Source: an optimization exercise on an open RTL-to-GDS flow (aim: small area). Production flows keep margins and buffers that such runs may drop. Function was checked by simulation only, so behaviour that the tests miss may differ from the original. No activity file was given, so power comes from the tool's default toggle rates.

run 1:
==> flow/design.v (excerpt) <==
module cvu_pair (
    input  wire        clk,
    input  wire        rst,
    input  wire        sel,
    input  wire        we,
    input  wire [6:0]  addr,
    input  wire [31:0] wdata,
    output reg  [31:0] rdata,
    output wire [1:0]  done
);
For scale: roughly 2400 cells after synthesis, about 0.025 sq mm of cells after synthesis.
clock: 10.0 ns
lec_check: 0
cap_margin: 20
core_margin: 2
core_utilization: 40
cts_buf_list: sky130_fd_sc_hd__clkbuf_16
cts_cluster_diameter: 100
cts_cluster_size: 30
gpl_timing_driven: 0
place_density: 0.6
slew_margin: 20
standard.sh (not shown) runs the stock make flow with config.mk's settings and CLKGATE_MAP_FILE= SYNTH_SCRIPT=/design/flow/synth_recipe.tcl, a recipe that flattens the netlist after the stock synthesis.
==> flow/flow/run.sh <==
#!/bin/bash
set -euo pipefail
W=$(pwd)

# Synthesis script: ORFS's synth.tcl with only its ABC call changed
sed 's|^  log_cmd abc {\*}\$abc_args$|  log_cmd abc {*}$lib_args {*}$lib_dont_use_args|' \
    "$FLOW_HOME/scripts/synth.tcl" > own_synth_body.tcl
grep -q '^  log_cmd abc {\*}\$lib_args {\*}\$lib_dont_use_args$' own_synth_body.tcl
sed "s|source \$::env(SCRIPTS_DIR)/synth.tcl|source $W/own_synth_body.tcl|" synth_recipe.tcl > own_synth.tcl
grep -q own_synth_body own_synth.tcl

# The standard synthesis, for its registers, in a folder of its own
sed "s|WORK_HOME=[^ ]*|WORK_HOME=$W/ref|" standard.sh > ref.sh
bash ref.sh synth > synth_ref.log 2>&1

# This flow's synthesis, where the layout continues from
sed "s|SYNTH_SCRIPT=[^ ]*|SYNTH_SCRIPT=$W/own_synth.tcl|" standard.sh > own.sh
grep -q "SYNTH_SCRIPT=$W/own_synth.tcl" own.sh
bash own.sh synth > synth_own.log 2>&1

regs() {
    grep -oE '^\s*sky130_fd_sc_hd__\S*(df|dl)\S*\s+\S+' "$1" | awk '{print $1, $2}' | sort
}
REF=ref/results/$FLOW_PLATFORM/cvu_pair/base/1_2_yosys.v
OWN=orfs/results/$FLOW_PLATFORM/cvu_pair/base/1_2_yosys.v
regs "$REF" > regs_ref.txt
regs "$OWN" > regs_own.txt
if [[ -s regs_ref.txt ]] && cmp -s regs_ref.txt regs_own.txt; then
    echo "registers match the standard synthesis ($(wc -l < regs_own.txt))" > regs_check.log
else
    echo "registers differ from the standard synthesis: using it" > regs_check.log
    rm -rf orfs
fi

# Ports get the smallest buffer; the repair steps size them up where needed
sed 's|"\${@:-finish}"|BUFFER_PORTS_ARGS="-buffer_cell sky130_fd_sc_hd__buf_1" "${@:-finish}"|' standard.sh > layout.sh
grep -q BUFFER_PORTS_ARGS layout.sh
bash layout.sh > layout.log 2>&1
What run 2 does differently from run 1 at the input level:
==> flow/config.mk <==
export PLATFORM = sky130hd
export DESIGN_NAME = cvu_pair
export DESIGN_NICKNAME = cvu_pair
export VERILOG_FILES = /design/flow/design.v
export SDC_FILE = /design/flow/constraint.sdc
export NUM_CORES = 4
export LEC_CHECK = 0
export CAP_MARGIN = 5
export CORE_MARGIN = 2
export CORE_UTILIZATION = 40
export CTS_BUF_LIST = sky130_fd_sc_hd__clkbuf_8
export PLACE_DENSITY = 0.6
export SLEW_MARGIN = 5
--- outcome ---
Comparing run 1 and run 2, the lower final standard cell utilization of the core is on run 1.
Number of buffer and inverter stages on the critical path down 4 in run 2 wrt run 1
Diff run 1 -> run 2: overall routed net length shows an increase of about 4%, power share of the clock group shows an increase of 7.1 points, placement-stage cell area shows a reduction of 1.5%.
Run 1 has a higher minimum period implied by the final worst setup slack than run 2.
Of the two candidates, run 1 has the worse register-to-register slack and run 2 the better one.
Area: run 2 vs run 1 -> run 2 larger
The placed wire-length estimate after detailed placement was comparable across run 1 and run 2.
Input changes introduced in run 3 (baseline for comparison: run 2):
==> flow/config.mk <==
export PLATFORM = sky130hd
export DESIGN_NAME = cvu_pair
export DESIGN_NICKNAME = cvu_pair
export VERILOG_FILES = /design/flow/design.v
export SDC_FILE = /design/flow/constraint.sdc
export NUM_CORES = 4
export LEC_CHECK = 0
export CAP_MARGIN = 20
export CORE_MARGIN = 2
export CORE_UTILIZATION = 55
export CTS_BUF_LIST = sky130_fd_sc_hd__clkbuf_16
export CTS_CLUSTER_DIAMETER = 70
export CTS_CLUSTER_SIZE = 24
export PLACE_DENSITY = 0.7
export SLEW_MARGIN = 20
==> notes.md <==
- Of the two values seen for cell type of the slowest stage on the worst timing path, sky130_fd_sc_hd__a21oi_1 was produced by run 2 and sky130_fd_sc_hd__mux2i_1 by run 3.
- Slew at the pin with the worst max-slew slack is higher on run 2
- Run 3 vs. run 2: total length of routed wires dropped about 3.5%, count of clock-buffer cells in the layout dropped 42, overall power of the completed layout dropped about 2.5%, wire length of the first global-routing pass dropped 4300 um.
- Finished layout cell area is higher on run 2
- Of the two candidates, run 2 has the worse HPWL after detailed placement and run 3 the better one.
- In run 3, sequential share of layout area is higher than in run 2.
- Compared with run 2, run 3 shows a higher critical path depth in cells.
- End point of the critical path = u_cvu2.rej[24]: run 3; end point of the critical path = u_cvu2.val[0]: run 2
Relative to run 3, the following input files were edited for run 4:
diff --git a/flow/config.mk b/flow/config.mk
--- a/flow/config.mk
+++ b/flow/config.mk
@@ -8,8 +8,8 @@
 export CAP_MARGIN = 20
 export CORE_MARGIN = 2
-export CORE_UTILIZATION = 55
+export CORE_UTILIZATION = 40
 export CTS_BUF_LIST = sky130_fd_sc_hd__clkbuf_16
-export CTS_CLUSTER_DIAMETER = 70
-export CTS_CLUSTER_SIZE = 24
-export PLACE_DENSITY = 0.7
+export CTS_CLUSTER_DIAMETER = 80
+export CTS_CLUSTER_SIZE = 28
+export PLACE_DENSITY = 0.6
 export SLEW_MARGIN = 20
### Flow results
Looking at the reports, run 4 completed the entire flow and the layout it produced met the timing, design-rule and antenna checks.
Post-cts hold buffer count: run 4 vs run 3 identical
Run 3 → run 4: clock period minus worst slack lower, sequential share of power higher, actual slew at the worst max-slew pin lower, maximum frequency higher, cell area after layout roughly the same.
For the core occupancy in the finished layout, run 4 came in 17 points lower than run 3 did.
Clock insertion delay at the later pin of the skew report ends up lower on run 4.
Modified inputs, run 5 compared to run 4
diff --git a/flow/config.mk b/flow/config.mk
--- a/flow/config.mk
+++ b/flow/config.mk
@@ -10,6 +10,6 @@
 export CORE_UTILIZATION = 40
 export CTS_BUF_LIST = sky130_fd_sc_hd__clkbuf_16
-export CTS_CLUSTER_DIAMETER = 80
-export CTS_CLUSTER_SIZE = 28
-export PLACE_DENSITY = 0.6
+export CTS_CLUSTER_DIAMETER = 70
+export CTS_CLUSTER_SIZE = 24
+export PLACE_DENSITY = 0.75
 export SLEW_MARGIN = 20
Findings:
Every run (run 5 and run 4) finished clean.
Sequential share of layout area across run 5 and run 4: no real change.
Compared to run 4, the router laid down less metal wire for run 5.
Utilization delta (run 5 -> run 4): insignificant
Delta (run 5 minus run 4): worst setup margin rose by 210 ps, minimum clock period fell by 210 ps, count of multi-input combinational gates stayed essentially flat, met3 layer wire length in the routed design rose by 22%, multi-input logic portion of the cell area stayed essentially flat.
Comparing run 4 with run 5, the total clock network power came out essentially unchanged.
Compared run 5 vs run 4, and final clock period utilization by the worst path is down in run 5.
The relative contribution of combinational cells to total power on run 4 is in line with that on run 5.
## Diff of input files: run 6 against run 5
diff --git a/flow/config.mk b/flow/config.mk
--- a/flow/config.mk
+++ b/flow/config.mk
@@ -12,4 +12,4 @@
 export CTS_CLUSTER_DIAMETER = 70
 export CTS_CLUSTER_SIZE = 24
-export PLACE_DENSITY = 0.75
+export PLACE_DENSITY = 0.6
 export SLEW_MARGIN = 20
### Flow results
Delta (run 6 minus run 5): power has increased, layout cell share with drive strength beyond 1 has increased, proportion of total power due to net switching has remained practically unchanged, worst hold slack has decreased, final estimated routing congestion in global placement has decreased. There was hardly any difference in final cell count without fillers between run 6 and run 5. Finished layout cell area (run 6 vs. run 5) increases slightly. Comparing run 6 against run 5, there is no change at all in area after synthesis. Compared to run 5, run 6 shows a narrower setup margin.

========
wip/sierra:
Starting RTL as in the previous note.
export LEC_CHECK = 0
export CAP_MARGIN = 20
export CORE_MARGIN = 2
export CORE_UTILIZATION = 40
export CTS_BUF_LIST = sky130_fd_sc_hd__clkbuf_16
export CTS_CLUSTER_DIAMETER = 76
export CTS_CLUSTER_SIZE = 26
export PLACE_DENSITY = 0.75
export SLEW_MARGIN = 20
create_clock -name core_clock -period 10.0 [get_ports {clk}]
Scripts as last shown in full above: flow/flow/run.sh
Both conditions hold for wip/sierra: the flow ran to the end and the final layout passed the timing, design-rule and antenna checks.
The following lists how wip/onyx was set up differently from wip/sierra:
- removing CTS_BUF_LIST (formerly sky130_fd_sc_hd__clkbuf_16)
- removing CTS_CLUSTER_SIZE (formerly 26)
- changing PLACE_DENSITY from 0.75 to 0.6
- removing CTS_CLUSTER_DIAMETER (formerly 76)
--- a/flow/flow/run.sh
+++ b/flow/flow/run.sh
@@ -34,5 +34,2 @@
 
-# Ports get the smallest buffer; the repair steps size them up where needed
-sed 's|"\${@:-finish}"|BUFFER_PORTS_ARGS="-buffer_cell sky130_fd_sc_hd__buf_1" "${@:-finish}"|' standard.sh > layout.sh
-grep -q BUFFER_PORTS_ARGS layout.sh
-bash layout.sh > layout.log 2>&1
+bash standard.sh > layout.log 2>&1
wip/onyx packs its core more tightly than wip/sierra. wip/onyx vs wip/sierra — clock-net power rose 60%. In the reports for wip/onyx and wip/sierra, the larger worst hold slack belongs to wip/sierra. Looking only at worst setup slack, and setting everything else aside, the higher value of wip/onyx and wip/sierra goes to wip/sierra. wip/onyx vs. wip/sierra: fraction of area in non-clock buffers increased by 1.7 points relative to the old numbers, met2 track demand over resource in global routing increased by 4.4 points relative to the old numbers. Diff wip/sierra -> wip/onyx: logic gate share of total power shrank by 4.0 points, routed wire length rose by 8.1%.
The inputs of wip/lagoon differ from those of wip/onyx as listed below.
- setting CTS_BUF_LIST to sky130_fd_sc_hd__clkbuf_8 for the first time
--- a/flow/flow/run.sh
+++ b/flow/flow/run.sh
@@ -34,2 +34,5 @@
 
-bash standard.sh > layout.log 2>&1
+# Ports get the smallest buffer; the repair steps size them up where needed
+sed 's|"\${@:-finish}"|BUFFER_PORTS_ARGS="-buffer_cell sky130_fd_sc_hd__buf_1" "${@:-finish}"|' standard.sh > layout.sh
+grep -q BUFFER_PORTS_ARGS layout.sh
+bash layout.sh > layout.log 2>&1
- Status: number of inserted diodes parity (wip/lagoon, wip/onyx)
- Final cell area: wip/lagoon below wip/onyx
- On wip/lagoon: final critical-path required period is 0.35 ns lower than what wip/onyx gave.
- [wip/lagoon vs wip/onyx] detailed placer's ending HPWL: lower in wip/lagoon
- Count of buffers inserted at the top-level ports of wip/lagoon is on par with wip/onyx.
- Compared with wip/onyx, wip/lagoon instantiates a larger number of standard cells.
- Between wip/lagoon and wip/onyx, it is wip/lagoon whose transition at the pin with the smallest max-transition slack is lower, by 0.018 ns.
- Latest clock arrival within the worst-skew pair on wip/lagoon is up relative to wip/onyx.
- Hold slack is lower on wip/lagoon

## separate check: timing with driven ports
In the flow no input, the clock included, has a driving cell. The finished layouts below were timed again as built, in two steps.
Step 1 (the two cells are an assumption about what drives the block):
set clk [get_ports {clk}]
set_driving_cell -lib_cell sky130_fd_sc_hd__clkbuf_16 $clk
set_driving_cell -lib_cell sky130_fd_sc_hd__buf_2 [delete_from_list [all_inputs] $clk]
Step 2 also shifts input and output timing later by t, the mid clock arrival at the registers, as if the neighbouring blocks saw the same clock.
Three values: ideal, step 1, step 2; two values: the first two.
run | shift t [ns] | slack for setup (ns) | latest minus earliest clock arrival (ns) | worst data-port slew with drivers (ns) | cell pins on the clock port's net
run 1 | 0.589 | 0.785 / 0.815 / 0.226 | 0.056 / 0.056 | 0.05 | 1
run 2 | 0.692 | 1.604 / 1.631 / 0.939 | 0.063 / 0.063 | 0.06 | 1
run 3 | 0.641 | 1.662 / 1.694 / 1.052 | 0.061 / 0.061 | 0.10 | 1
run 4 | 0.620 | 1.899 / 1.928 / 1.308 | 0.042 / 0.042 | 0.06 | 1
run 5 | 0.627 | 2.108 / 2.137 / 1.510 | 0.052 / 0.052 | 0.07 | 1
run 6 | 0.643 | 1.854 / 1.877 / 1.235 | 0.053 / 0.053 | 0.06 | 1
wip/sierra | 0.614 | 2.109 / 2.138 / 1.524 | 0.052 / 0.052 | 0.07 | 1
wip/onyx | 0.627 | 1.630 / 1.660 / 1.033 | 0.039 / 0.038 | 0.06 | 1
wip/lagoon | 0.699 | 1.976 / 2.003 / 1.304 | 0.059 / 0.058 | 0.06 | 1
After both steps setup and hold are still met in every run listed. For wip/lagoon, which loses most, drivers alone change the setup slack by +0.027 ns; drivers and shift together by -0.672 ns.
